This design comes from an exercise in tuning for small area and a short achievable clock period on the open sky130 flow, not from production work.
In this exercise RTL edits were held to simulation tests only and were not proved equivalent to the original.
Power and IR drop assume default switching activity.

<file path="design/flow/config.mk">
export PLATFORM = sky130hd
export DESIGN_NAME = store_cvt
export DESIGN_NICKNAME = store_cvt
export VERILOG_FILES = /design/flow/design.v
export SDC_FILE = /design/flow/constraint.sdc
export NUM_CORES = 4
export LEC_CHECK = 0
export ABC_AREA = 1
export CAP_MARGIN = 20
export CORE_MARGIN = 2
export CORE_UTILIZATION = 50
export PLACE_DENSITY = 0.6
export SLEW_MARGIN = 20
</file>
<file path="design/flow/constraint.sdc">
create_clock -name core_clock -period 30.0 [get_ports {clk}]
set_input_delay 6.0000 -clock core_clock [delete_from_list [all_inputs] [get_ports {clk}]]
set_output_delay 6.0000 -clock core_clock [all_outputs]
set_load 0.01 [all_outputs]
</file>
<file path="design/flow/design.v">
module sc_seed_mix(input wire [7:0] b, input wire [15:0] o, output wire [31:0] p);
  wire t1 = b[3] ^ ~b[0] ^ 1'b1;
  wire t2 = (b[3] & ~b[0]) | (b[3] & 1'b1) | (~b[0] & 1'b1);
  wire t3 = b[6] ^ ~b[3] ^ ~b[0];
  wire t4 = (b[6] & ~b[3]) | (b[6] & ~b[0]) | (~b[3] & ~b[0]);
  wire t5 = b[7] ^ ~b[4] ^ ~b[1];
  wire t6 = (b[7] & ~b[4]) | (b[7] & ~b[1]) | (~b[4] & ~b[1]);
  wire t7 = ~b[6] ^ ~b[3] ^ b[0];
  wire t8 = (~b[6] & ~b[3]) | (~b[6] & b[0]) | (~b[3] & b[0]);
  wire t9 = ~b[7] ^ ~b[4] ^ b[1];
  wire t10 = (~b[7] & ~b[4]) | (~b[7] & b[1]) | (~b[4] & b[1]);
  wire t11 = ~b[5] ^ b[2] ^ ~b[0];
  wire t12 = (~b[5] & b[2]) | (~b[5] & ~b[0]) | (b[2] & ~b[0]);
  wire t13 = ~b[6] ^ b[3] ^ ~b[1];
  wire t14 = (~b[6] & b[3]) | (~b[6] & ~b[1]) | (b[3] & ~b[1]);
  wire t15 = ~b[7] ^ b[4] ^ ~b[2];
  wire t16 = (~b[7] & b[4]) | (~b[7] & ~b[2]) | (b[4] & ~b[2]);
  wire t17 = b[5] ^ ~b[3] ^ 1'b1;
  wire t18 = (b[5] & ~b[3]) | (b[5] & 1'b1) | (~b[3] & 1'b1);
  wire t19 = b[6] ^ ~b[4] ^ ~b[0];
  wire t20 = (b[6] & ~b[4]) | (b[6] & ~b[0]) | (~b[4] & ~b[0]);
  wire t21 = b[7] ^ ~b[5] ^ ~b[1];
  wire t22 = (b[7] & ~b[5]) | (b[7] & ~b[1]) | (~b[5] & ~b[1]);
  wire t23 = ~b[7] ^ ~b[3] ^ b[0];
  wire t24 = (~b[7] & ~b[3]) | (~b[7] & b[0]) | (~b[3] & b[0]);
  wire t25 = ~b[4] ^ b[1] ^ 1'b1;
  wire t26 = (~b[4] & b[1]) | (~b[4] & 1'b1) | (b[1] & 1'b1);
  wire t27 = ~b[5] ^ b[2] ^ 1'b1;
  wire t28 = (~b[5] & b[2]) | (~b[5] & 1'b1) | (b[2] & 1'b1);
  wire t29 = ~b[6] ^ b[3] ^ ~b[0];
  wire t30 = (~b[6] & b[3]) | (~b[6] & ~b[0]) | (b[3] & ~b[0]);
  wire t31 = ~b[7] ^ b[4] ^ ~b[1];
  wire t32 = (~b[7] & b[4]) | (~b[7] & ~b[1]) | (b[4] & ~b[1]);
  wire t33 = b[5] ^ ~b[2] ^ 1'b1;
  wire t34 = (b[5] & ~b[2]) | (b[5] & 1'b1) | (~b[2] & 1'b1);
  wire t35 = b[6] ^ ~b[3] ^ 1'b1;
  wire t36 = (b[6] & ~b[3]) | (b[6] & 1'b1) | (~b[3] & 1'b1);
  wire t37 = b[7] ^ ~b[4] ^ b[0];
  wire t38 = (b[7] & ~b[4]) | (b[7] & b[0]) | (~b[4] & b[0]);
  wire t39 = ~b[5] ^ b[1] ^ 1'b1;
  wire t40 = (~b[5] & b[1]) | (~b[5] & 1'b1) | (b[1] & 1'b1);
  wire t41 = ~b[6] ^ b[2] ^ b[0];
  wire t42 = t2 ^ b[4] ^ ~b[1];
  wire t43 = (t2 & b[4]) | (t2 & ~b[1]) | (b[4] & ~b[1]);
  wire t44 = t6 ^ ~b[5] ^ ~b[2];
  wire t45 = (t6 & ~b[5]) | (t6 & ~b[2]) | (~b[5] & ~b[2]);
  wire t46 = t22 ^ ~b[6] ^ ~b[2];
  wire t47 = (t22 & ~b[6]) | (t22 & ~b[2]) | (~b[6] & ~b[2]);
  wire t48 = t36 ^ t37 ^ 1'b1;
  wire t49 = (t36 & t37) | (t36 & 1'b1) | (t37 & 1'b1);
  wire t50 = t40 ^ t41 ^ 1'b1;
  wire t51 = t43 ^ b[5] ^ ~b[2];
  wire t52 = (t43 & b[5]) | (t43 & ~b[2]) | (b[5] & ~b[2]);
  wire t53 = t47 ^ ~b[7] ^ ~b[3];
  wire t54 = (t47 & ~b[7]) | (t47 & ~b[3]) | (~b[7] & ~b[3]);
  wire t55 = t49 ^ t38 ^ t39;
  wire t56 = (t49 & t38) | (t49 & t39) | (t38 & t39);
  wire t57 = t52 ^ t3 ^ 1'b1;
  wire t58 = (t52 & t3) | (t52 & 1'b1) | (t3 & 1'b1);
  wire t59 = t54 ^ ~b[4] ^ ~b[0];
  wire t60 = (t54 & ~b[4]) | (t54 & ~b[0]) | (~b[4] & ~b[0]);
  wire t61 = t58 ^ t4 ^ t5;
  wire t62 = (t58 & t4) | (t58 & t5) | (t4 & t5);
  wire t63 = t60 ^ ~b[5] ^ ~b[1];
  wire t64 = (t60 & ~b[5]) | (t60 & ~b[1]) | (~b[5] & ~b[1]);
  wire t65 = t64 ^ ~b[6] ^ ~b[2];
  wire t66 = (t64 & ~b[6]) | (t64 & ~b[2]) | (~b[6] & ~b[2]);
  wire [31:0] ra0 = {t56, t55, t48, t34, t32, t30, t28, t26, t24, t66, t65, t63, t59, t53, t46, t20, t18, t16, t14, t12, t10, t8, t45, t62, t61, t57, t51, t42, t1, b[2], b[1], b[0]};
  wire [31:0] rb0 = {t50, 1'b0, 1'b0, t35, t33, t31, t29, t27, t25, t23, 1'b0, 1'b0, 1'b0, 1'b0, 1'b0, t21, t19, t17, t15, t13, t11, t9, t7, t44, 1'b0, 1'b0, 1'b0, 1'b0, 1'b0, 1'b0, 1'b0, 1'b0};
  wire t67 = ~o[2] ^ ~o[0] ^ 1'b1;
  wire t68 = (~o[2] & ~o[0]) | (~o[2] & 1'b1) | (~o[0] & 1'b1);
  wire t69 = ~o[4] ^ ~o[2] ^ ~o[0];
  wire t70 = (~o[4] & ~o[2]) | (~o[4] & ~o[0]) | (~o[2] & ~o[0]);
  wire t71 = ~o[5] ^ ~o[3] ^ ~o[1];
  wire t72 = (~o[5] & ~o[3]) | (~o[5] & ~o[1]) | (~o[3] & ~o[1]);
  wire t73 = ~o[6] ^ ~o[4] ^ ~o[2];
  wire t74 = (~o[6] & ~o[4]) | (~o[6] & ~o[2]) | (~o[4] & ~o[2]);
  wire t75 = ~o[7] ^ ~o[5] ^ ~o[3];
  wire t76 = (~o[7] & ~o[5]) | (~o[7] & ~o[3]) | (~o[5] & ~o[3]);
  wire t77 = ~o[8] ^ ~o[6] ^ ~o[4];
  wire t78 = (~o[8] & ~o[6]) | (~o[8] & ~o[4]) | (~o[6] & ~o[4]);
  wire t79 = ~o[9] ^ ~o[7] ^ ~o[5];
  wire t80 = (~o[9] & ~o[7]) | (~o[9] & ~o[5]) | (~o[7] & ~o[5]);
  wire t81 = ~o[10] ^ ~o[8] ^ ~o[6];
  wire t82 = (~o[10] & ~o[8]) | (~o[10] & ~o[6]) | (~o[8] & ~o[6]);
  wire t83 = ~o[11] ^ ~o[9] ^ ~o[7];
  wire t84 = (~o[11] & ~o[9]) | (~o[11] & ~o[7]) | (~o[9] & ~o[7]);
  wire t85 = o[4] ^ o[2] ^ o[0];
  wire t86 = (o[4] & o[2]) | (o[4] & o[0]) | (o[2] & o[0]);
  wire t87 = ~o[12] ^ ~o[10] ^ ~o[8];
  wire t88 = (~o[12] & ~o[10]) | (~o[12] & ~o[8]) | (~o[10] & ~o[8]);
  wire t89 = o[5] ^ o[3] ^ o[1];
  wire t90 = (o[5] & o[3]) | (o[5] & o[1]) | (o[3] & o[1]);
  wire t91 = ~o[13] ^ ~o[11] ^ ~o[9];
  wire t92 = (~o[13] & ~o[11]) | (~o[13] & ~o[9]) | (~o[11] & ~o[9]);
  wire t93 = o[6] ^ o[4] ^ o[2];
  wire t94 = (o[6] & o[4]) | (o[6] & o[2]) | (o[4] & o[2]);
  wire t95 = ~o[14] ^ ~o[12] ^ ~o[10];
  wire t96 = (~o[14] & ~o[12]) | (~o[14] & ~o[10]) | (~o[12] & ~o[10]);
  wire t97 = o[7] ^ o[5] ^ o[3];
  wire t98 = (o[7] & o[5]) | (o[7] & o[3]) | (o[5] & o[3]);
  wire t99 = ~o[15] ^ ~o[13] ^ ~o[11];
  wire t100 = (~o[15] & ~o[13]) | (~o[15] & ~o[11]) | (~o[13] & ~o[11]);
  wire t101 = o[8] ^ o[6] ^ o[4];
  wire t102 = (o[8] & o[6]) | (o[8] & o[4]) | (o[6] & o[4]);
  wire t103 = ~o[14] ^ ~o[12] ^ o[9];
  wire t104 = (~o[14] & ~o[12]) | (~o[14] & o[9]) | (~o[12] & o[9]);
  wire t105 = o[7] ^ o[5] ^ ~o[2];
  wire t106 = (o[7] & o[5]) | (o[7] & ~o[2]) | (o[5] & ~o[2]);
  wire t107 = ~o[15] ^ ~o[13] ^ o[10];
  wire t108 = (~o[15] & ~o[13]) | (~o[15] & o[10]) | (~o[13] & o[10]);
  wire t109 = o[8] ^ o[6] ^ ~o[3];
  wire t110 = (o[8] & o[6]) | (o[8] & ~o[3]) | (o[6] & ~o[3]);
  wire t111 = ~o[14] ^ o[11] ^ o[9];
  wire t112 = (~o[14] & o[11]) | (~o[14] & o[9]) | (o[11] & o[9]);
  wire t113 = o[7] ^ ~o[4] ^ ~o[0];
  wire t114 = (o[7] & ~o[4]) | (o[7] & ~o[0]) | (~o[4] & ~o[0]);
  wire t115 = ~o[15] ^ o[12] ^ o[10];
  wire t116 = (~o[15] & o[12]) | (~o[15] & o[10]) | (o[12] & o[10]);
  wire t117 = o[8] ^ ~o[5] ^ ~o[1];
  wire t118 = (o[8] & ~o[5]) | (o[8] & ~o[1]) | (~o[5] & ~o[1]);
  wire t119 = o[13] ^ o[11] ^ o[9];
  wire t120 = (o[13] & o[11]) | (o[13] & o[9]) | (o[11] & o[9]);
  wire t121 = ~o[6] ^ ~o[2] ^ ~o[0];
  wire t122 = (~o[6] & ~o[2]) | (~o[6] & ~o[0]) | (~o[2] & ~o[0]);
  wire t123 = o[14] ^ o[12] ^ o[10];
  wire t124 = (o[14] & o[12]) | (o[14] & o[10]) | (o[12] & o[10]);
  wire t125 = ~o[7] ^ ~o[3] ^ ~o[1];
  wire t126 = (~o[7] & ~o[3]) | (~o[7] & ~o[1]) | (~o[3] & ~o[1]);
  wire t127 = o[15] ^ o[13] ^ o[11];
  wire t128 = (o[15] & o[13]) | (o[15] & o[11]) | (o[13] & o[11]);
  wire t129 = ~o[8] ^ ~o[4] ^ ~o[2];
  wire t130 = (~o[8] & ~o[4]) | (~o[8] & ~o[2]) | (~o[4] & ~o[2]);
  wire t131 = o[14] ^ o[12] ^ ~o[9];
  wire t132 = (o[14] & o[12]) | (o[14] & ~o[9]) | (o[12] & ~o[9]);
  wire t133 = ~o[5] ^ ~o[3] ^ 1'b1;
  wire t134 = (~o[5] & ~o[3]) | (~o[5] & 1'b1) | (~o[3] & 1'b1);
  wire t135 = o[15] ^ o[13] ^ ~o[10];
  wire t136 = (o[15] & o[13]) | (o[15] & ~o[10]) | (o[13] & ~o[10]);
  wire t137 = ~o[6] ^ ~o[4] ^ 1'b1;
  wire t138 = (~o[6] & ~o[4]) | (~o[6] & 1'b1) | (~o[4] & 1'b1);
  wire t139 = o[14] ^ ~o[11] ^ ~o[7];
  wire t140 = (o[14] & ~o[11]) | (o[14] & ~o[7]) | (~o[11] & ~o[7]);
  wire t141 = o[15] ^ ~o[12] ^ ~o[8];
  wire t142 = (o[15] & ~o[12]) | (o[15] & ~o[8]) | (~o[12] & ~o[8]);
  wire t143 = ~o[13] ^ ~o[9] ^ ~o[7];
  wire t144 = (~o[13] & ~o[9]) | (~o[13] & ~o[7]) | (~o[9] & ~o[7]);
  wire t145 = ~o[14] ^ ~o[10] ^ ~o[8];
  wire t146 = (~o[14] & ~o[10]) | (~o[14] & ~o[8]) | (~o[10] & ~o[8]);
  wire t147 = ~o[15] ^ ~o[11] ^ ~o[9];
  wire t148 = (~o[15] & ~o[11]) | (~o[15] & ~o[9]) | (~o[11] & ~o[9]);
  wire t149 = ~o[12] ^ ~o[10] ^ ~o[5];
  wire t150 = (~o[12] & ~o[10]) | (~o[12] & ~o[5]) | (~o[10] & ~o[5]);
  wire t151 = ~o[13] ^ ~o[11] ^ ~o[6];
  wire t152 = o[4] ^ o[0] ^ 1'b1;
  wire t153 = t68 ^ ~o[3] ^ ~o[1];
  wire t154 = (t68 & ~o[3]) | (t68 & ~o[1]) | (~o[3] & ~o[1]);
  wire t155 = t74 ^ t75 ^ o[0];
  wire t156 = (t74 & t75) | (t74 & o[0]) | (t75 & o[0]);
  wire t157 = t76 ^ t77 ^ o[1];
  wire t158 = (t76 & t77) | (t76 & o[1]) | (t77 & o[1]);
  wire t159 = t78 ^ t79 ^ o[2];
  wire t160 = (t78 & t79) | (t78 & o[2]) | (t79 & o[2]);
  wire t161 = t80 ^ t81 ^ o[3];
  wire t162 = (t80 & t81) | (t80 & o[3]) | (t81 & o[3]);
  wire t163 = t82 ^ t83 ^ t85;
  wire t164 = (t82 & t83) | (t82 & t85) | (t83 & t85);
  wire t165 = t84 ^ t86 ^ t87;
  wire t166 = (t84 & t86) | (t84 & t87) | (t86 & t87);
  wire t167 = t88 ^ t90 ^ t91;
  wire t168 = (t88 & t90) | (t88 & t91) | (t90 & t91);
  wire t169 = t92 ^ t94 ^ t95;
  wire t170 = (t92 & t94) | (t92 & t95) | (t94 & t95);
  wire t171 = t97 ^ ~o[0] ^ 1'b1;
  wire t172 = (t97 & ~o[0]) | (t97 & 1'b1) | (~o[0] & 1'b1);
  wire t173 = t96 ^ t98 ^ t99;
  wire t174 = (t96 & t98) | (t96 & t99) | (t98 & t99);
  wire t175 = t100 ^ t102 ^ t103;
  wire t176 = (t100 & t102) | (t100 & t103) | (t102 & t103);
  wire t177 = t104 ^ t106 ^ t107;
  wire t178 = (t104 & t106) | (t104 & t107) | (t106 & t107);
  wire t179 = t108 ^ t110 ^ t111;
  wire t180 = (t108 & t110) | (t108 & t111) | (t110 & t111);
  wire t181 = t112 ^ t114 ^ t115;
  wire t182 = (t112 & t114) | (t112 & t115) | (t114 & t115);
  wire t183 = t116 ^ t118 ^ t119;
  wire t184 = (t116 & t118) | (t116 & t119) | (t118 & t119);
  wire t185 = t120 ^ t122 ^ t123;
  wire t186 = (t120 & t122) | (t120 & t123) | (t122 & t123);
  wire t187 = t124 ^ t126 ^ t127;
  wire t188 = (t124 & t126) | (t124 & t127) | (t126 & t127);
  wire t189 = t128 ^ t130 ^ t131;
  wire t190 = (t128 & t130) | (t128 & t131) | (t130 & t131);
  wire t191 = t132 ^ t134 ^ t135;
  wire t192 = (t132 & t134) | (t132 & t135) | (t134 & t135);
  wire t193 = t136 ^ t138 ^ t139;
  wire t194 = (t136 & t138) | (t136 & t139) | (t138 & t139);
  wire t195 = t140 ^ t141 ^ ~o[6];
  wire t196 = (t140 & t141) | (t140 & ~o[6]) | (t141 & ~o[6]);
  wire t197 = t142 ^ t143 ^ ~o[2];
  wire t198 = (t142 & t143) | (t142 & ~o[2]) | (t143 & ~o[2]);
  wire t199 = t144 ^ t145 ^ ~o[3];
  wire t200 = (t144 & t145) | (t144 & ~o[3]) | (t145 & ~o[3]);
  wire t201 = t146 ^ t147 ^ ~o[4];
  wire t202 = (t146 & t147) | (t146 & ~o[4]) | (t147 & ~o[4]);
  wire t203 = t148 ^ t149 ^ o[3];
  wire t204 = (t148 & t149) | (t148 & o[3]) | (t149 & o[3]);
  wire t205 = t150 ^ t151 ^ t152;
  wire t206 = t154 ^ t69 ^ 1'b1;
  wire t207 = (t154 & t69) | (t154 & 1'b1) | (t69 & 1'b1);
  wire t208 = t158 ^ t159 ^ o[0];
  wire t209 = (t158 & t159) | (t158 & o[0]) | (t159 & o[0]);
  wire t210 = t160 ^ t161 ^ o[1];
  wire t211 = (t160 & t161) | (t160 & o[1]) | (t161 & o[1]);
  wire t212 = t164 ^ t165 ^ t89;
  wire t213 = (t164 & t165) | (t164 & t89) | (t165 & t89);
  wire t214 = t166 ^ t167 ^ t93;
  wire t215 = (t166 & t167) | (t166 & t93) | (t167 & t93);
  wire t216 = t168 ^ t169 ^ t171;
  wire t217 = (t168 & t169) | (t168 & t171) | (t169 & t171);
  wire t218 = t170 ^ t172 ^ t173;
  wire t219 = (t170 & t172) | (t170 & t173) | (t172 & t173);
  wire t220 = t174 ^ t175 ^ t105;
  wire t221 = (t174 & t175) | (t174 & t105) | (t175 & t105);
  wire t222 = t176 ^ t177 ^ t109;
  wire t223 = (t176 & t177) | (t176 & t109) | (t177 & t109);
  wire t224 = t178 ^ t179 ^ t113;
  wire t225 = (t178 & t179) | (t178 & t113) | (t179 & t113);
  wire t226 = t180 ^ t181 ^ t117;
  wire t227 = (t180 & t181) | (t180 & t117) | (t181 & t117);
  wire t228 = t182 ^ t183 ^ t121;
  wire t229 = (t182 & t183) | (t182 & t121) | (t183 & t121);
  wire t230 = t184 ^ t185 ^ t125;
  wire t231 = (t184 & t185) | (t184 & t125) | (t185 & t125);
  wire t232 = t186 ^ t187 ^ t129;
  wire t233 = (t186 & t187) | (t186 & t129) | (t187 & t129);
  wire t234 = t188 ^ t189 ^ t133;
  wire t235 = (t188 & t189) | (t188 & t133) | (t189 & t133);
  wire t236 = t190 ^ t191 ^ t137;
  wire t237 = (t190 & t191) | (t190 & t137) | (t191 & t137);
  wire t238 = t192 ^ t193 ^ ~o[5];
  wire t239 = (t192 & t193) | (t192 & ~o[5]) | (t193 & ~o[5]);
  wire t240 = t194 ^ t195 ^ ~o[1];
  wire t241 = (t194 & t195) | (t194 & ~o[1]) | (t195 & ~o[1]);
  wire t242 = t196 ^ t197 ^ o[0];
  wire t243 = (t196 & t197) | (t196 & o[0]) | (t197 & o[0]);
  wire t244 = t198 ^ t199 ^ o[1];
  wire t245 = (t198 & t199) | (t198 & o[1]) | (t199 & o[1]);
  wire t246 = t200 ^ t201 ^ o[2];
  wire t247 = (t200 & t201) | (t200 & o[2]) | (t201 & o[2]);
  wire t248 = t202 ^ t203 ^ 1'b1;
  wire t249 = (t202 & t203) | (t202 & 1'b1) | (t203 & 1'b1);
  wire t250 = t207 ^ t70 ^ t71;
  wire t251 = (t207 & t70) | (t207 & t71) | (t70 & t71);
  wire t252 = t211 ^ t162 ^ t163;
  wire t253 = (t211 & t162) | (t211 & t163) | (t162 & t163);
  wire t254 = t217 ^ t218 ^ t101;
  wire t255 = (t217 & t218) | (t217 & t101) | (t218 & t101);
  wire t256 = t219 ^ t220 ^ 1'b1;
  wire t257 = (t219 & t220) | (t219 & 1'b1) | (t220 & 1'b1);
  wire t258 = t221 ^ t222 ^ 1'b1;
  wire t259 = (t221 & t222) | (t221 & 1'b1) | (t222 & 1'b1);
  wire t260 = t223 ^ t224 ^ 1'b1;
  wire t261 = (t223 & t224) | (t223 & 1'b1) | (t224 & 1'b1);
  wire t262 = t225 ^ t226 ^ 1'b1;
  wire t263 = (t225 & t226) | (t225 & 1'b1) | (t226 & 1'b1);
  wire t264 = t227 ^ t228 ^ 1'b1;
  wire t265 = (t227 & t228) | (t227 & 1'b1) | (t228 & 1'b1);
  wire t266 = t229 ^ t230 ^ 1'b1;
  wire t267 = (t229 & t230) | (t229 & 1'b1) | (t230 & 1'b1);
  wire t268 = t231 ^ t232 ^ 1'b1;
  wire t269 = (t231 & t232) | (t231 & 1'b1) | (t232 & 1'b1);
  wire t270 = t237 ^ t238 ^ ~o[0];
  wire t271 = (t237 & t238) | (t237 & ~o[0]) | (t238 & ~o[0]);
  wire t272 = t249 ^ t204 ^ t205;
  wire t273 = t251 ^ t72 ^ t73;
  wire t274 = (t251 & t72) | (t251 & t73) | (t72 & t73);
  wire t275 = t269 ^ t233 ^ t234;
  wire t276 = (t269 & t233) | (t269 & t234) | (t233 & t234);
  wire t277 = t271 ^ t239 ^ t240;
  wire t278 = (t271 & t239) | (t271 & t240) | (t239 & t240);
  wire t279 = t276 ^ t235 ^ t236;
  wire t280 = (t276 & t235) | (t276 & t236) | (t235 & t236);
  wire t281 = t278 ^ t241 ^ t242;
  wire t282 = (t278 & t241) | (t278 & t242) | (t241 & t242);
  wire t283 = t282 ^ t243 ^ t244;
  wire t284 = (t282 & t243) | (t282 & t244) | (t243 & t244);
  wire t285 = t284 ^ t245 ^ t246;
  wire t286 = (t284 & t245) | (t284 & t246) | (t245 & t246);
  wire t287 = t286 ^ t247 ^ t248;
  wire t288 = (t286 & t247) | (t286 & t248) | (t247 & t248);
  wire [31:0] ra1 = {t288, t287, t285, t283, t281, t277, t280, t279, t275, t267, t265, t263, t261, t259, t257, t255, t254, t215, t213, t253, t252, t209, t208, t156, t274, t273, t250, t206, t153, t67, ~o[1], ~o[0]};
  wire [31:0] rb1 = {t272, 1'b0, 1'b0, 1'b0, 1'b0, 1'b0, t270, 1'b0, 1'b0, t268, t266, t264, t262, t260, t258, t256, ~o[1], t216, t214, t212, 1'b0, t210, 1'b0, t157, t155, 1'b0, 1'b0, 1'b0, 1'b0, 1'b0, 1'b0, 1'b1};
  assign p = (ra0 + rb0) ^ (ra1 + rb1);
endmodule
module store_cvt (
    input  wire        clk,
    input  wire        rst,
    input  wire        start,
    input  wire [3:0]  cfg_fmt,             
    input  wire        cfg_acc_int,         
    input  wire [1:0]  cfg_round,           
    input  wire [1:0]  cfg_round_default,   
    input  wire        cfg_e5m2_inf,
    input  wire [4:0]  cfg_shift,           
    input  wire [31:0] cfg_sr_seed,
    input  wire [7:0]  cfg_bough,           
    input  wire [15:0] cfg_opseq,           
    input  wire        in_valid,
    input  wire [31:0] in_data,
    input  wire [7:0]  in_scale,            
    output reg         out_valid,
    output reg  [31:0] out_data,
    output reg         out_nan,
    output reg         out_inf,
    output reg         out_sat,
    output reg         out_flush
);
    localparam [1:0] M_RNE = 2'd1, M_RTZ = 2'd2, M_SR = 2'd3;
    reg [3:0] fmt;
    reg       acc;
    reg [1:0] mode;
    reg       e5inf;
    reg [4:0] shift;
    always @(posedge clk) begin
        if (start) begin
            fmt   <= cfg_fmt;
            acc   <= cfg_acc_int;
            mode  <= (cfg_round == 2'd0) ? cfg_round_default : cfg_round;
            e5inf <= cfg_e5m2_inf;
            shift <= cfg_shift;
        end
    end
    wire is_b    = (fmt == 4'h5) || (fmt == 4'h6) || (fmt == 4'h7);
    wire dst_int = (fmt == 4'h9) || (fmt == 4'hA) || (fmt == 4'hB);
    wire k_fl    = !acc && !fmt[3];              
    wire k_log   = !acc && (fmt == 4'h8);        
    wire k_fi    = !acc && dst_int;              
    wire k_ii    = acc && dst_int;               
    wire k_if    = acc && !dst_int;              
    wire cp32    = !acc && (fmt == 4'h0);        
    wire rtz     = (mode == M_RTZ);
    wire sr_mode = (mode == M_SR);
    reg        iv;
    reg [31:0] id;
    reg [7:0]  isc;
    reg        ph1, ph2;
    always @(posedge clk) begin
        iv       <= !rst && in_valid;
        id[31:16] <= in_data[31:16];
        id[15:0] <= start ? cfg_opseq : in_data[15:0];
        isc      <= start ? cfg_bough : in_scale;
        ph1      <= start;
        ph2      <= ph1;
    end
    reg  [31:0] sr;
    wire [31:0] mix;
    sc_seed_mix u_mix (.b(isc), .o(id[15:0]), .p(mix));
    wire [31:0] x0  = {sr[31:1], sr[0] | (sr == 32'd0)};
    wire [31:0] xa  = x0 ^ (x0 << 13);
    wire [31:0] xb  = xa ^ (xa >> 17);
    wire [31:0] xn  = xb ^ (xb << 5);
    reg         mv;
    wire        consume = mv && sr_mode;
    always @(posedge clk) begin
        if (start)
            sr <= cfg_sr_seed;
        else if (ph1)
            sr <= sr ^ mix;
        else if (ph2 || consume)
            sr <= xn;
    end
    wire [15:0] u = sr[31:16];
    wire        s     = id[31];
    wire [7:0]  ef    = id[30:23];
    wire [22:0] fr    = id[22:0];
    wire        hid   = (ef != 8'd0);
    wire        fr_nz = (fr != 23'd0);
    wire        f_max = (ef == 8'hFF);
    wire        f_nan = f_max && fr_nz;
    wire        f_inf = f_max && !fr_nz;
    wire        f_zero = !hid && !fr_nz;
    wire [7:0]  ee    = {ef[7:1], ef[0] | !hid};
    wire [31:0] av = s ? (~id + 32'd1) : id;
    reg  [5:0]  lz;
    integer i;
    always @(*) begin
        lz = 6'd32;
        for (i = 0; i < 32; i = i + 1)
            if (av[i])
                lz = 6'd31 - i[5:0];
    end
    reg  [4:0]         mw;      
    reg  [10:0]        goff;    
    reg  [7:0]         emax;    
    always @(*) begin
        case (fmt[2:0])
            3'd1:    begin mw = 5'd10; goff = 11'h790;   emax = 8'd30;  end
            3'd2:    begin mw = 5'd7;  goff = 11'd0;     emax = 8'd254; end
            3'd3:    begin mw = 5'd3;  goff = 11'h788;   emax = 8'd15;  end
            3'd4:    begin mw = 5'd2;  goff = 11'h790;   emax = 8'd30;  end
            3'd5:    begin mw = 5'd2;  goff = 11'd3;     emax = 8'd7;   end
            3'd6:    begin mw = 5'd3;  goff = 11'd1;     emax = 8'd3;   end
            3'd7:    begin mw = 5'd1;  goff = 11'd1;     emax = 8'd3;   end
            default: begin mw = 5'd23; goff = 11'd0;     emax = 8'd255; end
        endcase
    end
    wire [2:0] lzs = hid ? 3'd0 : fr[22] ? 3'd1 : fr[21] ? 3'd2 : fr[20] ? 3'd3 : 3'd4;
    wire [10:0] xe   = hid ? {3'b0, ee} : (11'd1 - {8'b0, lzs});
    wire [10:0] sb   = is_b ? {3'b0, isc} : 11'd0;
    wire [10:0] e_d  = xe + goff - sb;
    wire        nres = !e_d[10] && (e_d != 11'd0);
    wire        a_big = !e_d[10] && (e_d[9:0] > {2'b0, emax});
    wire        a_atmax = (e_d == {3'b0, emax});
    wire [10:0] ta_n = 11'd47 - {6'b0, mw} - {8'b0, lzs};
    wire [10:0] ta_s = 11'd48 - {6'b0, mw} - goff + sb - {3'b0, ee};
    wire [10:0] ta   = nres ? ta_n : ta_s;
    reg  [31:0] wa;
    always @(*) begin
        if (!nres)
            wa = {8'b0, hid, fr};
        else case (lzs)
            3'd0:    wa = {1'b0, e_d[7:0], fr};
            3'd1:    wa = {8'b0, e_d[1:0], fr[21:0]};
            3'd2:    wa = {9'b0, e_d[1:0], fr[20:0]};
            default: wa = {10'b0, e_d[1:0], fr[19:0]};
        endcase
    end
    function [15:0] ltab(input [2:0] f);
        case (f)
            3'd0: ltab = 16'h8000;
            3'd1: ltab = 16'h8B96;
            3'd2: ltab = 16'h9838;
            3'd3: ltab = 16'hA5FF;
            3'd4: ltab = 16'hB505;
            3'd5: ltab = 16'hC567;
            3'd6: ltab = 16'hD745;
            default: ltab = 16'hEAC1;
        endcase
    endfunction
    function [16:0] lmid(input [2:0] f);
        case (f)
            3'd0: lmid = 17'h08000 + 17'h08B96;
            3'd1: lmid = 17'h08B96 + 17'h09838;
            3'd2: lmid = 17'h09838 + 17'h0A5FF;
            3'd3: lmid = 17'h0A5FF + 17'h0B505;
            3'd4: lmid = 17'h0B505 + 17'h0C567;
            3'd5: lmid = 17'h0C567 + 17'h0D745;
            3'd6: lmid = 17'h0D745 + 17'h0EAC1;
            default: lmid = 17'h0EAC1 + 17'h10000;
        endcase
    endfunction
    wire [15:0] q16 = {1'b1, fr[22:8]};
    wire [16:0] q17 = {1'b1, fr[22:7]};
    wire        lo8 = (fr[7:0] != 8'd0);
    wire        lo7 = (fr[6:0] != 7'd0);
    reg  [2:0]  i_rtz;
    reg  [3:0]  i_rne;
    integer k;
    always @(*) begin
        i_rtz = 3'd0;
        for (k = 1; k < 8; k = k + 1)
            if (q16 >= ltab(k))
                i_rtz = i_rtz + 3'd1;
        i_rne = 4'd0;
        for (k = 0; k < 8; k = k + 1)
            if ((q17 > lmid(k)) || ((q17 == lmid(k)) && (lo7 || k[0])))
                i_rne = i_rne + 4'd1;
    end
    wire [3:0]  lhi   = ee[3:0] + 4'd9;        
    wire [3:0]  lhr   = lhi + {3'd0, i_rne[3]};
    wire [6:0]  l_rne = {lhr, i_rne[2:0]};
    reg  [6:0]  lval;
    reg         lsat;
    always @(*) begin
        lsat = 1'b0;
        if (!hid) begin
            lval = 7'd0;
        end else if (ee > 8'd134) begin
            lval = 7'd127;
            lsat = 1'b1;
        end else if (ee == 8'd134) begin
            lsat = (q16 > 16'hEAC1) || ((q16 == 16'hEAC1) && lo8);
            if (rtz)
                lval = {4'hF, i_rtz};
            else
                lval = (i_rne[3] || (i_rne[2:0] == 3'd7)) ? 7'd127 : {4'hF, i_rne[2:0]};
        end else if (ee >= 8'd119) begin
            if (rtz)
                lval = {lhi, i_rtz};
            else if (ee == 8'd119 && i_rne == 4'd0)
                lval = 7'd1;
            else
                lval = l_rne;
        end else if (ee == 8'd118) begin
            lval = (!rtz && ((q16 > 16'h8B96) || ((q16 == 16'h8B96) && lo8))) ? 7'd1 : 7'd0;
        end else begin
            lval = 7'd0;
        end
    end
    wire [10:0] tb_ = 11'd174 - {3'b0, ee};
    reg fi_big;
    always @(*) begin
        case (fmt)
            4'h9:    fi_big = (ee >= 8'd135);
            4'hA:    fi_big = (ee >= 8'd131);
            default: fi_big = (ee >= 8'd159) || ((ee == 8'd158) && !(s && !fr_nz));
        endcase
    end
    reg  [31:0]        w1;
    reg  [10:0]        t1w;
    reg                big1, atmax1, inf1, nan1, zin1;
    always @(*) begin
        w1     = 32'd0;
        t1w    = 11'd0;
        big1   = 1'b0;
        atmax1 = 1'b0;
        inf1   = f_inf;
        nan1   = f_nan || (is_b && isc == 8'hFF);
        zin1   = f_zero;
        if (k_fl) begin
            w1     = wa;
            t1w    = ta;
            big1   = !cp32 && (f_inf || a_big);
            atmax1 = !cp32 && a_atmax;
        end else if (k_log) begin
            w1     = {2'b0, lval, fr};
            t1w    = 11'd47;
            big1   = f_inf || lsat;
        end else if (k_fi) begin
            w1     = {8'b0, hid, fr};
            t1w    = tb_;
            big1   = f_inf || fi_big;
        end else begin
            w1     = av;
            t1w    = k_ii ? ((fmt == 4'hB) ? 11'd24 : {6'b0, shift} + 11'd24) : (11'd32 - {5'b0, lz});
            inf1   = 1'b0;
            nan1   = 1'b0;
            zin1   = (id == 32'd0);
        end
    end
    wire [6:0] t1 = t1w[10] ? 7'd0 : (t1w > 11'd72) ? 7'd72 : t1w[6:0];
    reg [31:0]        w2;
    reg [6:0]         t2;
    reg               s2, big2, atmax2, inf2, nan2, zin2;
    always @(posedge clk) begin
        mv     <= !rst && iv;
        w2     <= w1;
        t2     <= t1;
        s2     <= s;
        big2   <= big1;
        atmax2 <= atmax1;
        inf2   <= inf1;
        nan2   <= nan1;
        zin2   <= zin1;
    end
    wire [6:0]   tt   = t2;
    wire [103:0] wide = {w2, 72'b0} >> tt;
    wire [31:0]  n    = wide[79:48];
    wire [15:0]  r16  = wide[47:32];
    wire         stk  = (wide[31:0] != 32'd0);
    wire [7:0]   e_if = 8'd126 + {1'b0, t2};
    wire [31:0]  inc_in = (k_if && !zin2) ? {1'b0, e_if, n[22:0]} : n;
    reg up;
    always @(*) begin
        if (k_log)
            up = 1'b0;
        else case (mode)
            M_RNE:   up = r16[15] && ((r16[14:0] != 15'd0) || stk || n[0]);
            M_SR:    up = (u < r16);
            default: up = 1'b0;
        endcase
    end
    wire        isint = k_fi || k_ii;
    wire        neg   = isint && s2;
    wire [31:0] inc   = (inc_in ^ {32{neg}}) + {31'd0, up ^ neg};
    wire        n2z   = (n == 32'd0) && !up;
    reg cf;
    always @(*) begin
        case (fmt)
            4'h1:    cf = inc[10];
            4'h2:    cf = inc[7];
            4'h3:    cf = inc[7] || (inc[2:0] == 3'd7);
            4'h4:    cf = inc[2];
            4'h5:    cf = inc[5];
            4'h6:    cf = inc[5];
            default: cf = inc[3];
        endcase
    end
    wire ovf = big2 || (atmax2 && cf);
    wire ii_big = k_ii && (fmt == 4'h9 ? (n[31:8] != 24'd0) : fmt == 4'hA ? (n[31:4] != 28'd0) : 1'b0);
    wire has_inf = (fmt == 4'h1) || (fmt == 4'h2) || ((fmt == 4'h4) && e5inf);
    wire inf_res = has_inf && (inf2 || !rtz);
    reg [31:0] maxp, infp, nanp;
    always @(*) begin
        case (fmt)
            4'h1:    begin maxp = {16'd0, s2, 15'h7BFF}; infp = {16'd0, s2, 15'h7C00}; nanp = {16'd0, s2, 15'h7E00}; end
            4'h2:    begin maxp = {16'd0, s2, 15'h7F7F}; infp = {16'd0, s2, 15'h7F80}; nanp = {16'd0, s2, 15'h7FC0}; end
            4'h3:    begin maxp = {24'd0, s2, 7'h7E};    infp = {24'd0, s2, 7'h7E};    nanp = {24'd0, s2, 7'h7F};    end
            4'h4:    begin maxp = {24'd0, s2, 7'h7B};    infp = {24'd0, s2, 7'h7C};    nanp = {24'd0, s2, 7'h7F};    end
            4'h5:    begin maxp = {26'd0, s2, 5'h1F};    infp = maxp;                  nanp = 32'd0;                 end
            4'h6:    begin maxp = {26'd0, s2, 5'h1F};    infp = maxp;                  nanp = 32'd0;                 end
            4'h7:    begin maxp = {28'd0, s2, 3'h7};     infp = maxp;                  nanp = 32'd0;                 end
            4'h8:    begin maxp = {24'd0, s2, 7'h7F};    infp = maxp;                  nanp = 32'd0;                 end
            4'h9:    begin maxp = s2 ? 32'h80 : 32'h7F;  infp = maxp;                  nanp = 32'd0;                 end
            4'hA:    begin maxp = s2 ? 32'h8 : 32'h7;    infp = maxp;                  nanp = 32'd0;                 end
            4'hB:    begin maxp = s2 ? 32'h8000_0000 : 32'h7FFF_FFFF; infp = maxp;     nanp = 32'd0;                 end
            default: begin maxp = 32'd0;                 infp = 32'd0;                 nanp = 32'd0;                 end
        endcase
    end
    reg [31:0] body;
    always @(*) begin
        if (acc)
            case (fmt)
                4'h9:    body = {24'd0, inc[7:0]};
                4'hA:    body = {28'd0, inc[3:0]};
                4'hB:    body = inc;
                default: body = {s2, inc[30:0]};
            endcase
        else
            case (fmt)
                4'h0:    body = {s2, inc[30:0]};
                4'h1, 4'h2: body = {16'd0, s2, inc[14:0]};
                4'h3, 4'h4, 4'h8: body = {24'd0, s2, inc[6:0]};
                4'h5, 4'h6: body = {26'd0, s2, inc[4:0]};
                4'h7:    body = {28'd0, s2, inc[2:0]};
                4'h9:    body = {24'd0, inc[7:0]};
                4'hA:    body = {28'd0, inc[3:0]};
                default: body = inc;
            endcase
    end
    reg satk;
    always @(*) begin
        case (fmt)
            4'h9:    satk = s2 ? (inc[8] && !inc[7]) : (inc[8] || inc[7]);
            4'hA:    satk = s2 ? (inc[4] && !inc[3]) : (inc[4] || inc[3]);
            default: satk = 1'b0;
        endcase
    end
    reg [31:0] res;
    reg        c_nan, c_inf, c_sat, c_flush;
    always @(*) begin
        res     = body;
        c_nan   = 1'b0;
        c_inf   = 1'b0;
        c_sat   = 1'b0;
        c_flush = 1'b0;
        if (cp32) begin
            c_nan = nan2;
            c_inf = inf2;
        end else if (nan2) begin
            res   = nanp;
            c_nan = 1'b1;
        end else if (isint) begin
            if (big2 || ii_big || satk) begin
                res   = maxp;
                c_sat = 1'b1;
            end else begin
                c_flush = n2z && !zin2;
            end
        end else if (ovf) begin
            if (inf_res) begin
                res   = infp;
                c_inf = 1'b1;
            end else begin
                res   = maxp;
                c_sat = 1'b1;
            end
        end else begin
            c_flush = n2z && !zin2;
        end
    end
    always @(posedge clk) begin
        out_valid <= !rst && mv;
        out_data  <= res;
        out_nan   <= c_nan;
        out_inf   <= c_inf;
        out_sat   <= c_sat;
        out_flush <= c_flush;
    end
endmodule
</file>
<file path="design/flow/run.sh">
#!/bin/bash
# synth_recipe.tcl (not shown) runs the flow's synth.tcl, then flattens the netlist and writes it again
# the make line also repeats each setting of config.mk as NAME=value (left out here)
make -C /OpenROAD-flow-scripts/flow DESIGN_CONFIG=/design/flow/config.mk WORK_HOME=/design/flow/orfs CLKGATE_MAP_FILE= SYNTH_SCRIPT=/design/flow/synth_recipe.tcl finish
</file>
==> results of run 1 <==
==> kinds of logic (layout without fill, tap and decap cells) <==
kind of cell | after synthesis | in the layout
buf+inv | 660 | 767
mux | 8 | 8
xor+xnor | 230 | 230
flops | 171 | 171
simple gates | 1476 | 1476
compound gates | 625 | 625
fa+ha+maj | 271 | 271
==> power groups by stage <==
| stage | Sequential (uW) | Clock, uW | Combinational (uW) |
|---|---|---|---|
| finish | 393 | 228 | 1930 |
| global route | 396 | 239 | 2120 |
| CTS | 389 | 232 | 1880 |
| detailed placement | 393 | 0 | 1870 |
| global placement | 392 | 0 | 1840 |
| floorplan | 364 | 0 | 1320 |
==> sequential cells by signal, summed over array words and instances, names as in the netlist, 2 cells and up <==
name,count
mode,2
w2,32
shift,5
fmt,4
out_data,32
isc,8
sr,32
id,32
t2,7
==> worst max-delay path by stage <==
stage,to,slack (ps),cells after the start
floorplan,sr[0]$_DFFE_PP_,21960,5
global placement,sr[30]$_DFFE_PP_,21480,7
detailed placement,sr[25]$_DFFE_PP_,21500,6
CTS,sr[14]$_DFFE_PP_,22030,7
global route,sr[14]$_DFFE_PP_,21730,7
finish,sr[17]$_DFFE_PP_,21940,7
==> area by class of cell <==
class	count	area, um^2
Tap cell	600	751
Clock buffer	22	507
Fill cell	4482	19900
Inverter	563	2110
Clock inverter	10	73.8
Timing Repair Buffer	172	1660
Sequential cell	171	3870
Multi-Input combinational cell	2610	16400
==> placed cells by master (no fill, tap or decap), types with 23 or more instances in the layout <==
cell,n
nand2_1,822
inv_1,528
nor2_1,306
o21ai_0,197
xor2_1,171
nand3_1,155
a21oi_1,154
clkdlybuf4s50_1,150
ha_1,143
fa_1,128
dfxtp_1,125
o21ai_1,68
nor3_1,61
xnor2_1,58
edfxtp_1,45
o211ai_1,35
nand4_1,28
inv_2,25
a31oi_1,24
o22ai_1,23
==> stage by stage <==
step	setup WS [ps]	utilization (%)	hold WS [ps]	total power [uW]
final	21940	56.1	408	2550
after global routing	21730	56.1	441	2760
after CTS	22030	56.1	411	2500
after detailed placement	21500	54.8	397	2260
after global placement	21480	54.8	401	2230
after floorplan	21960	-	329	1690
==> critical path: stages <==
cell and delay [ps]:
buf_2 110, nor2_1 780, clkinv_1 840, a21oi_1 290, o21ai_0 120, o221ai_1 90, inv_1 70
==> routing by layer <==
| layer | share of wire [%] | vias up |
|---|---|---|
| met4 | 2.3 | 0 |
| met5 | 0 | - |
| met1 | 45 | 11300 |
| met3 | 9.2 | 144 |
| li1 | - | 11300 |
| met2 | 44 | 1121 |
==> flow_summary.json, run 1 <==
{
  "status": "complete, no violations",
  "cts_buffer_depth": 2,
  "io_buffers": 151,
  "crit_type": "in2reg",
  "finalClockSkew_ps": 16.2,
  "cts.sinks": 171,
  "hp-start": "iv$_DFF_P_",
  "synthTopCellsByArea": "nand2_1 13%, fa_1 11%, dfxtp_1 11%",
  "pwr-share-clk_pct": 8.9,
  "final_nets": 3921,
  "overflow": 0,
  "setup_viol": 0,
  "drc": 0,
  "arrival_ps": 8320,
  "syn_inst": 3441,
  "final.min_clock_period_ps": 8060,
  "fin_cells": 4148,
  "synthMuxAreaShare_pct": 0.355,
  "synth_ff_type": "dfxtp_1",
  "placed_cell_area_mm2": 0.0248,
  "synthArstFlopShare_pct": 0,
  "htree_num_levels": 4,
  "ys_types": 83,
  "p_per_area_mw_per_mm2": 100,
  "antenna_found_initial": 0,
  "synth-compound-area-share_pct": 16.2,
  "drtAntennaViolNets": 0,
  "cp_max_fo": 18,
  "grt_use_met1_pct": 49.4,
  "std_cell_rows": 78,
  "clk_latency_ps": 500,
  "vias_per_cell": 5.74,
  "ctsHoldBuffers": 0,
  "hold_viol": 0,
  "globalRouteMet2Util_pct": 54.0,
  "grt_max_degree": 68,
  "peakVddDrop_v": 0.0000690,
  "holdPathEnd": "mv$_DFF_P_",
  "yosys.area.top_type": "nand2_1",
  "drive_above_1_share_pct": 4.79,
  "synth_top_area_share_pct": 13.5,
  "min_path_cells": 2,
  "synthSimpleGateAreaFrac_pct": 27.3,
  "num_antenna_cells": 0,
  "max_slew_margin_pct": 31.3,
  "startpoint": "start",
  "seq_area_frac_synth_pct": 16.9,
  "post_cts_resized": 0,
  "dr.pass1.iters": 7,
  "synth_most_common_cell": "nand2_1",
  "clkSlewWorstSetupHoldPaths_ps": 70,
  "syn_area_mm2": 0.0229,
  "dieArea_mm2": 0.0476,
  "min_path_type": "reg2reg",
  "dr.first_iter.drc_count": 2640,
  "worstMarginPinSlew_ps": 1030,
  "area_growth_pct": 10.9,
  "seq_power_share_pct": 15.4,
  "use_met3_pct": 6.90,
  "wl_mm": 82.9,
  "comb_power_share_pct": 75.7,
  "dieHeight_um": 218,
  "reg2regPathDepth": 34,
  "vias": 23800,
  "r2r-start": "id[24]$_DFF_P_",
  "initial_core_util_pct": 50.6,
  "cts_buffers": 17,
  "end_kind": "flop",
  "cp.required_ps": 30260,
  "synth_nets": 3827,
  "slew_viol_final": 0,
  "coreArea_mm2": 0.0453,
  "stdcell_area_mm2": 0.0254,
  "yosys-top-cells-count": "822 x nand2_1, 528 x inv_1, 306 x nor2_1, 197 x o21ai_0, 171 x xor2_1",
  "wire_per_inst_um": 20.0,
  "worst_setup_path_start_kind": "input pin",
  "swShare_pct": 56.8,
  "r2r_setup_slack_ps": 22730,
  "ys_warn_count": 1,
  "synth_xor_area_share_pct": 8.82,
  "drv_cap": 0,
  "die_x_um": 218,
  "p_sw_uw": 1450,
  "finalCritPeriodShare_pct": 26.9,
  "rsz0062_at_grt": "false",
  "synth_top_family_by_area": "simple AND/OR/NAND/NOR gates",
  "internal_power_uw": 1100,
  "dp_hpwl_mm": 67.4,
  "grt_usage_pct": 34.9,
  "tns_ps": 0,
  "cts-root-buf": "clkbuf_16",
  "fmax_mhz": 124,
  "place_inst": 4116,
  "grt_pass1_vias": 22600,
  "cts_tree": "done",
  "synth_edf_count": 45,
  "synth_seq_cells": 171,
  "timing.rr.end": "t2[3]$_SDFF_PP0_",
  "synthAdderAreaFrac_pct": 19.0,
  "gp_congestion": 0.982,
  "top_usage_layer": "met2",
  "grt_pass1_wl_mm": 128,
  "syn_avg_cell_area_um2": 6.66,
  "ioPinCount": 152,
  "cts_setup_buffers": 0,
  "power_leakage_uw": 0.0120
}
==> run 2, diff against run 1 <==
==> design/flow/flow/run.sh (new file) <==
#!/bin/bash
set -euo pipefail
export SETUP_SLACK_MARGIN=23.8
export SKIP_GATE_CLONING=1
bash standard.sh > make.log 2>&1
==> design/flow/standard.sh (new file) <==
#!/bin/bash
# synth_recipe.tcl (not shown) runs the flow's synth.tcl, then flattens the netlist and writes it again
# the make line also repeats each setting of config.mk as NAME=value (left out here)
make -C /OpenROAD-flow-scripts/flow DESIGN_CONFIG=/design/flow/config.mk WORK_HOME=/design/flow/orfs CLKGATE_MAP_FILE= SYNTH_SCRIPT=/design/flow/synth_recipe.tcl "${@:-finish}"
removed: design/flow/run.sh
==> flow_summary.json, run 2 <==
{
  "status": "complete, no violations",
  "placed_cell_area_mm2": 0.0249,
  "whs_ps": 409,
  "worstMarginPinSlew_ps": 1110,
  "wl_mm": 85.6,
  "seq_area_frac_synth_pct": 16.9,
  "dieArea_mm2": 0.0476,
  "layout_common_cells": "802 x nand2_1, 518 x inv_1, 296 x nor2_1",
  "slew_viol_final": 0,
  "power_leakage_uw": 0.0129,
  "coreArea_mm2": 0.0453,
  "ys_warn_count": 1,
  "cts_buffers": 17,
  "clk_latency_ps": 500,
  "globalRouteMet2Util_pct": 53.6,
  "cp_max_fo": 1,
  "initial_core_util_pct": 50.6,
  "synth_top_area_share_pct": 13.5,
  "hold_viol": 0,
  "cp_slowest_stage_delay_ps": 330,
  "vias": 24300,
  "fin_cells": 4244,
  "layout_commonest_cell": "nand2_1",
  "dr.first_iter.drc_count": 2950,
  "htree_num_levels": 4,
  "p_sw_uw": 1520,
  "p_per_area_mw_per_mm2": 98.9,
  "crit_type": "reg2out",
  "dieHeight_um": 218,
  "drv_cap": 0,
  "place_inst": 4115,
  "fmax_mhz": 144,
  "gp_congestion": 1.02,
  "syn_avg_cell_area_um2": 6.66,
  "drtAntennaViolNets": 0,
  "ys_types": 83,
  "cts-root-buf": "clkbuf_16",
  "final_util_pct": 60.2,
  "seq_power_share_pct": 14.8,
  "die_x_um": 218,
  "synthTopCellsByArea": "nand2_1 13%, fa_1 11%, dfxtp_1 11%",
  "drive_above_1_share_pct": 12.3,
  "swShare_pct": 56.6,
  "area_growth_pct": 19.0,
  "overflow": 0,
  "slowest_stage": "dfxtp_2",
  "use_met3_pct": 7.99,
  "top_usage_layer": "met2",
  "pwr-share-clk_pct": 8.5,
  "max_slew_margin_pct": 25.8,
  "cp.required_ps": 24000,
  "synthArstFlopShare_pct": 0,
  "syn_inst": 3441,
  "grt_pass1_vias": 22600,
  "synth_nets": 3827,
  "synth_most_common_cell": "nand2_1",
  "stdcell_area_mm2": 0.0273,
  "min_path_type": "reg2reg",
  "path_delay_family": "flip-flops",
  "synth_seq_cells": 171,
  "final.min_clock_period_ps": 6930,
  "io_buffers": 151,
  "dp_hpwl_mm": 66.1,
  "ioPinCount": 152,
  "grt_max_degree": 54,
  "synth_ff_type": "dfxtp_1",
  "grt_use_met1_pct": 49.6,
  "ctsHoldBuffers": 0,
  "syn_area_mm2": 0.0229,
  "cts_buffer_depth": 2,
  "vias_per_cell": 5.72,
  "peakVddDrop_v": 0.0000759,
  "arrival_ps": 930,
  "comb_power_share_pct": 76.7,
  "cts_tree": "done",
  "worst_setup_path_start_kind": "flop",
  "path_cells": "buf_6",
  "wire_per_inst_um": 20.2,
  "crit_buf_inv": 1,
  "grt_pass1_wl_mm": 129,
  "setup_viol": 0,
  "finalCritPeriodShare_pct": 23.1,
  "tns_ps": 0,
  "std_cell_rows": 78,
  "internal_power_uw": 1170,
  "grt_usage_pct": 35.2,
  "end_kind": "output pin",
  "yosys-top-cells-count": "822 x nand2_1, 528 x inv_1, 306 x nor2_1, 197 x o21ai_0, 171 x xor2_1",
  "yosys.area.top_type": "nand2_1",
  "antenna_found_initial": 2,
  "dr.pass1.iters": 6,
  "final_nets": 4016,
  "finalClockSkew_ps": 19.1,
  "rsz0062_at_grt": "true",
  "drc": 0,
  "synth_edf_count": 45,
  "cts.sinks": 171,
  "clkSlewWorstSetupHoldPaths_ps": 70
}
run 2: layout make-up:
| cell class | instances | area, um^2 |
|---|---|---|
| clock inverters | 11 | 121 |
| repair buffers | 267 | 2930 |
| inverters | 563 | 2200 |
| flip-flops and latches | 171 | 3950 |
| fillers | 4298 | 18000 |
| clock buffers | 20 | 457 |
| multi-input cells | 2610 | 16900 |
| well taps | 600 | 751 |
| diodes | 2 | 5.00 |
run 2: cell families after synthesis:
kind of cell	after synthesis	synth area share (%)
adders and majority gates	271	19.0
muxes	8	0.355
and+or+nand+nor	1476	27.3
AOI/OAI and AO/OA	625	16.2
xor gates and xnor gates	230	8.82
DFF	171	16.9
buffers and inverters	660	11.4
run 2: final timing paths:
| path | cells after the start | endpoint | from | slack [ps] |
|---|---|---|---|---|
| max | 1 | out_data[0] | out_data[0]$_DFF_P_ | 23070 |
| min | 2 | mv$_DFF_P_ | iv$_DFF_P_ | 410 |
| max reg2reg | 25 | sr[28]$_DFFE_PP_ | id[6]$_DFF_P_ | 23680 |
| min reg2reg | 2 | mv$_DFF_P_ | iv$_DFF_P_ | 410 |
run 2: power groups by stage:
stage | sequential (uW) | combinational, uW | clock [uW]
2_1_floorplan | 368 | 1320 | 0
5_1_grt | 403 | 2250 | 240
6_report | 400 | 2070 | 228
4_1_cts | 397 | 1920 | 232
3_5_place_dp | 397 | 1870 | 0
3_3_place_gp | 396 | 1840 | 0
run 2: metrics by stage:
stage          total power (uW)  setup WS (ps)
3_5_place_dp               2260          21330
4_1_cts                    2550          23040
3_3_place_gp               2240          21350
2_1_floorplan              1690          22650
5_1_grt                    2890          23030
6_report                   2700          23070
run 2: timing repair:
action	in CTS	in global routing
gates resized for setup	304	133
buffers inserted	35	61
pin swaps	18	26
setup endpoints to repair	190	175
hold endpoints to repair	0	0
run 2: worst reg2reg max path, stage by stage, from the launching register on:
cell,delay (ps)
dfxtp_1,580
inv_1,360
fa_1,580
fa_1,470
fa_1,430
fa_1,670
nand4_1,120
nand2_1,160
nand2_1,70
nand2_1,220
a31oi_2,310
o21ai_4,330
nand2_1,80
nand2_1,210
nand2_1,100
nand2_1,200
nand2_1,70
nand2_1,200
nand4_1,140
nand2_1,110
nand2_1,70
nor2_1,110
xor2_1,180
a21oi_1,80
o21ai_0,120
a21oi_1,100
run 2: per-layer routing:
metal	vias to the layer above	wire length [um]
met4	0	2240
met3	149	9750
li1	11500	-
met2	1264	37200
met5	-	0
met1	11400	36400
==> run 3, diff against run 2 <==
==> design/flow/flow/run.sh (replaced) <==
#!/bin/bash
set -euo pipefail
export SETUP_SLACK_MARGIN=23.0
export SKIP_GATE_CLONING=1
bash standard.sh > make.log 2>&1
==> flow_summary.json, run 3 <==
{
  "status": "complete, no violations",
  "drive_above_1_share_pct": 6.49,
  "vias_per_cell": 5.70,
  "r2r_setup_slack_ps": 23350,
  "seq_area_frac_synth_pct": 16.9,
  "clkSlewWorstSetupHoldPaths_ps": 80,
  "ys_warn_count": 1,
  "synth_top_family_by_area": "simple AND/OR/NAND/NOR gates",
  "grt_use_met1_pct": 49.6,
  "slew_viol_final": 0,
  "cts.sinks": 171,
  "synthSimpleGateAreaFrac_pct": 27.3,
  "grt_max_degree": 39,
  "layout_common_cells": "819 x nand2_1, 527 x inv_1, 303 x nor2_1",
  "min_path_type": "reg2reg",
  "p_sw_uw": 1450,
  "hold_viol": 0,
  "reg2regPathDepth": 21,
  "drc": 0,
  "internal_power_uw": 1090,
  "p_per_area_mw_per_mm2": 99.8,
  "power_leakage_uw": 0.0121,
  "max_slew_margin_pct": 34.0,
  "finalClockSkew_ps": 17.7,
  "rsz0062_at_grt": "false",
  "dp_hpwl_mm": 66.5,
  "globalRouteMet2Util_pct": 53.5,
  "yosys-top-cells-count": "822 x nand2_1, 528 x inv_1, 306 x nor2_1, 197 x o21ai_0, 171 x xor2_1",
  "min_path_cells": 2,
  "arrival_ps": 7200,
  "pwr-share-clk_pct": 9.0,
  "crit_type": "in2reg",
  "syn_avg_cell_area_um2": 6.66,
  "synth_ff_type": "dfxtp_1",
  "synthAdderAreaFrac_pct": 19.0,
  "die_x_um": 218,
  "comb_power_share_pct": 75.7,
  "initial_core_util_pct": 50.6,
  "seq_power_share_pct": 15.4,
  "fmax_mhz": 144,
  "synth_top_area_share_pct": 13.5,
  "ctsHoldBuffers": 0,
  "swShare_pct": 57.0,
  "synth_nets": 3827,
  "grt_pass1_vias": 22400,
  "dr.first_iter.drc_count": 2794,
  "area_growth_pct": 10.9,
  "end_kind": "flop",
  "finalCritPeriodShare_pct": 23.2,
  "synthTopCellsByArea": "nand2_1 13%, fa_1 11%, dfxtp_1 11%",
  "std_cell_rows": 78,
  "vias": 23700,
  "synth_most_common_cell": "nand2_1",
  "use_met3_pct": 6.83,
  "dr.pass1.iters": 8,
  "antenna_found_initial": 0,
  "cts_tree": "done",
  "top_usage_layer": "met2",
  "synth_edf_count": 45,
  "synthMuxAreaShare_pct": 0.355,
  "setup_slack_ps": 23040,
  "worst_setup_path_start_kind": "input pin",
  "cts-root-buf": "clkbuf_16",
  "syn_area_mm2": 0.0229,
  "clk_latency_ps": 510,
  "whs_ps": 413,
  "synth_seq_cells": 171,
  "dp_slack_ps": 21810,
  "grt_usage_pct": 34.8,
  "drtAntennaViolNets": 0,
  "final_nets": 3931,
  "syn_inst": 3441,
  "cp_max_fo": 21,
  "num_antenna_cells": 0,
  "setup_viol": 0,
  "ioPinCount": 152,
  "wire_per_inst_um": 19.8,
  "cts_buffer_depth": 2,
  "htree_num_levels": 4,
  "coreArea_mm2": 0.0453,
  "synthArstFlopShare_pct": 0,
  "yosys.area.top_type": "nand2_1",
  "tns_ps": 0,
  "ys_types": 83,
  "grt_pass1_wl_mm": 127,
  "dieArea_mm2": 0.0476,
  "io_buffers": 151,
  "synth_xor_area_share_pct": 8.82,
  "dieHeight_um": 218,
  "cp.required_ps": 30250,
  "gp_congestion": 1.01,
  "peakVddDrop_v": 0.0000688,
  "worstMarginPinSlew_ps": 988,
  "layout_commonest_cell": "nand2_1",
  "overflow": 0,
  "final.min_clock_period_ps": 6960,
  "synth-compound-area-share_pct": 16.2,
  "wl_mm": 82.4,
  "cts_buffers": 17,
  "drv_cap": 0
}
## run 3: cell families (layout without fill, tap and decap cells)
group / count (synthesis) / after routing
fa+ha+maj: 271 / 271
simple gates: 1476 / 1476
compound gates: 625 / 625
xor+xnor: 230 / 230
mux: 8 / 8
flops: 171 / 171
buf+inv: 660 / 777
## run 3: worst paths after layout
check                 from                to
max                  start  sr[10]$_DFFE_PP_
min             iv$_DFF_P_        mv$_DFF_P_
max reg2reg  id[7]$_DFF_P_  sr[31]$_DFFE_PP_
min reg2reg     iv$_DFF_P_        mv$_DFF_P_
## run 3: power by group through the flow
stage / sequential [uW] / combinational (uW) / clock, uW
after floorplan: 364 / 1320 / 0
after global placement: 391 / 1840 / 0
after detailed placement: 392 / 1860 / 0
after CTS: 387 / 1850 / 231
after global routing: 394 / 2110 / 239
final: 390 / 1920 / 227
## run 3: critical path, stage by stage
cell	delay [ps]
buf_2	100
buf_12	170
nor2_1	120
buf_6	190
o21ai_0	70
a21oi_1	60
or3b_2	460
## run 3: timing repair
item / in CTS / in global routing
setup buffers: 6 / 2
resized for setup: 152 / 21
endpoints found under the setup margin: 115 / 52
hold endpoints to repair: 0 / 0
gates cloned: 0 / 0
pin swaps: 2 / 0
## run 3: routing by layer
metal | wire length (um) | share of wire (%) | up-vias
met4 | 2070 | 2.5 | 0
met5 | 0 | 0 | -
met2 | 35700 | 43 | 1183
met1 | 36300 | 44 | 11100
met3 | 8410 | 10 | 149
li1 | - | - | 11300
## run 3: area by class of cell
class	instances	area, um^2
multi-input cells	2610	16500
repair buffers	182	1610
fillers	4465	19900
inverters	563	2120
well taps	600	751
clock inverters	10	90.1
flip-flops and latches	171	3880
clock buffers	22	474
## run 3: per-stage QoR
stage | instances | total power [uW] | instance area (um^2) | utilization [%]
after floorplan | 3441 | 1690 | 23000 | -
after global placement | 4118 | 2230 | 24900 | 54.9
after detailed placement | 4118 | 2250 | 24900 | 54.9
after CTS | 4156 | 2470 | 25300 | 55.9
after global routing | 4158 | 2740 | 25400 | 56.1
final | 4158 | 2540 | 25400 | 56.1
==> run 4, diff against run 3 <==
--- a/design/flow/config.mk
+++ b/design/flow/config.mk
@@ -6,8 +6,8 @@
 export NUM_CORES = 4
 export LEC_CHECK = 0
 export ABC_AREA = 1
-export CAP_MARGIN = 20
+export CAP_MARGIN = 0
 export CORE_MARGIN = 2
 export CORE_UTILIZATION = 50
 export PLACE_DENSITY = 0.6
-export SLEW_MARGIN = 20
+export SLEW_MARGIN = 0
==> flow_summary.json, run 4 <==
{
  "finalCritPeriodShare_pct": 23.2,
  "ioPinCount": 152,
  "layout_commonest_cell": "nand2_1",
  "area_growth_pct": 10.9,
  "arrival_ps": 7200,
  "cts.sinks": 171,
  "vias_per_cell": 5.70,
  "ys_warn_count": 1,
  "layout_common_cells": "819 x nand2_1, 527 x inv_1, 303 x nor2_1",
  "grt_max_degree": 39,
  "synthArstFlopShare_pct": 0,
  "std_cell_rows": 78,
  "min_path_type": "reg2reg",
  "io_buffers": 151,
  "ff_latch_area_mm2": 0.00388,
  "wl_met3_mm": 8.41,
  "syn_avg_cell_area_um2": 6.66,
  "slew_viol_final": 0,
  "antenna_found_initial": 0,
  "synth_top_area_share_pct": 13.5,
  "drive_above_1_share_pct": 6.49,
  "synth_edf_count": 45,
  "die_x_um": 218,
  "dp_hpwl_mm": 66.5,
  "cts-root-buf": "clkbuf_16",
  "gp_congestion": 1.01,
  "drv_cap": 0,
  "syn_inst": 3441,
  "wl_met1_mm": 36.3,
  "max_slew_margin_pct": 34.0,
  "final.min_clock_period_ps": 6960,
  "peakVddDrop_v": 0.0000688,
  "overflow": 0,
  "dr.first_iter.drc_count": 2794,
  "seq_area_frac_synth_pct": 16.9,
  "crit_type": "in2reg",
  "vias": 23700,
  "power_leakage_uw": 0.0121,
  "tns_ps": 0,
  "synth_most_common_cell": "nand2_1",
  "dieHeight_um": 218,
  "initial_core_util_pct": 50.6,
  "end_kind": "flop",
  "routed.top_layer": "met4",
  "ctsHoldBuffers": 0,
  "htree_num_levels": 4,
  "cts_buffer_depth": 2,
  "dr.pass1.iters": 8,
  "synth_nets": 3827,
  "syn_area_mm2": 0.0229,
  "worstMarginPinSlew_ps": 988,
  "synth_ff_type": "dfxtp_1",
  "p_per_area_mw_per_mm2": 99.8,
  "synth_seq_cells": 171,
  "clk_latency_ps": 510,
  "final_nets": 3931,
  "hold_viol": 0,
  "status": "complete, no violations",
  "grt_pass1_vias": 22400,
  "drc": 0,
  "dieArea_mm2": 0.0476,
  "rsz0062_at_grt": "false",
  "finalClockSkew_ps": 17.7,
  "fillers": 4465,
  "clkSlewWorstSetupHoldPaths_ps": 80,
  "cts_buffers": 17,
  "cp_max_fo": 21,
  "grt_usage_pct": 34.8,
  "synthTopCellsByArea": "nand2_1 13%, fa_1 11%, dfxtp_1 11%",
  "worst_setup_path_start_kind": "input pin",
  "cts_tree": "done",
  "fmax_mhz": 144,
  "yosys-top-cells-count": "822 x nand2_1, 528 x inv_1, 306 x nor2_1, 197 x o21ai_0, 171 x xor2_1",
  "drtAntennaViolNets": 0,
  "cp.required_ps": 30250,
  "grt_pass1_wl_mm": 127,
  "wire_per_inst_um": 19.8,
  "ys_types": 83,
  "met2RoutedLength_mm": 35.7,
  "final_util_pct": 56.1,
  "multiInputGateArea_mm2": 0.0165,
  "wl_mm": 82.4,
  "setup_viol": 0,
  "coreArea_mm2": 0.0453,
  "num_antenna_cells": 0,
  "yosys.area.top_type": "nand2_1"
}
[run 4: kinds of logic (layout without fill, tap and decap cells)]
logic type / count (synthesis) / in the layout / synth area share (%)
compound gates: 625 / 625 / 16.2
xor+xnor: 230 / 230 / 8.82
fa+ha+maj: 271 / 271 / 19.0
buf+inv: 660 / 777 / 11.4
simple gates: 1476 / 1476 / 27.3
flops: 171 / 171 / 16.9
mux: 8 / 8 / 0.355
[run 4: per-layer routing]
metal  GRT usage, %  up-vias
met5              0        -
li1               -    11300
met1           49.6    11100
met3           6.83      149
met4           9.61        0
met2           53.5     1183
[run 4: through the flow]
| stage | area [um^2] | power, uW | std cells | worst slack [ps] | hold slack [ps] |
|---|---|---|---|---|---|
| 2_1_floorplan | 23000 | 1690 | 3441 | 22650 | 329 |
| 3_3_place_gp | 24900 | 2230 | 4118 | 21820 | 400 |
| 3_5_place_dp | 24900 | 2250 | 4118 | 21810 | 397 |
| 4_1_cts | 25300 | 2470 | 4156 | 23030 | 413 |
| 5_1_grt | 25400 | 2740 | 4158 | 23010 | 432 |
| 6_report | 25400 | 2540 | 4158 | 23040 | 413 |
[run 4: report_power, final]
part,internal [uW],total [uW],leakage [uW],switching [uW]
Sequential,309,390,0.00152,80.9
Clock,120,227,0.000281,107
Combinational,660,1920,0.0103,1260
[run 4: final cells by class]
cell class / instances / area share [%]
multi-input cells: 2610 / 64.9
flip-flops and latches: 171 / 15.3
inverters: 563 / 8.36
repair buffers: 182 / 6.32
well taps: 600 / 2.96
clock buffers: 22 / 1.87
clock inverters: 10 / 0.355
[run 4: what timing repair did]
action,4_1_cts,5_1_grt
endpoints found under the setup margin,115,52
pin swaps,2,0
gates cloned,0,0
setup buffers,6,2
hold endpoints to repair,0,0
gates resized for setup,152,21
[run 4: worst max-delay path, cell delays in order]
cell	delay, ps
buf_2	100
buf_12	170
nor2_1	120
buf_6	190
o21ai_0	70
a21oi_1	60
or3b_2	460
[run 4: final timing paths]
kind | from | end | slack (ps) | cells past startpoint
worst max-delay path | start | sr[10]$_DFFE_PP_ | 23040 | 7
worst min-delay path | iv$_DFF_P_ | mv$_DFF_P_ | 410 | 2
worst max register to register | id[7]$_DFF_P_ | sr[31]$_DFFE_PP_ | 23350 | 21
worst min register to register | iv$_DFF_P_ | mv$_DFF_P_ | 410 | 2

## static timing again, ports no longer ideal
In the flow no input, the clock included, has a driving cell. The finished layouts below were timed again as built, in two steps.
Step 1 sets driving cells, clkbuf_16 on the clock port and buf_2 on the other inputs (assumed; they add their load-dependent delay and slew).
Step 2 moves the port delays by t, midway between the first and last clock arrival at a register: inputs arrive t later, outputs are due t later. That takes back most of the time a late clock gives input paths.
Three values: ideal ports, drivers, drivers and shift; two values: the first two.
run | t (ns) | setup slack, ns | latest minus earliest clock arrival (ns) | worst data-port slew with drivers (ns)
run 1 | 0.554 | 21.941 / 21.976 / 21.422 | 0.017 / 0.017 | 0.06
run 2 | 0.550 | 23.067 / 23.012 / 22.529 | 0.020 / 0.020 | 0.09
run 3 | 0.558 | 23.044 / 22.991 / 22.523 | 0.018 / 0.017 | 0.06
run 4 | 0.558 | 23.044 / 22.991 / 22.523 | 0.018 / 0.017 | 0.06
After both steps setup and hold are still met in every run listed. The setup slack of run 2, which loses most, moves by -0.055 ns with the drivers and by -0.538 ns with both steps.
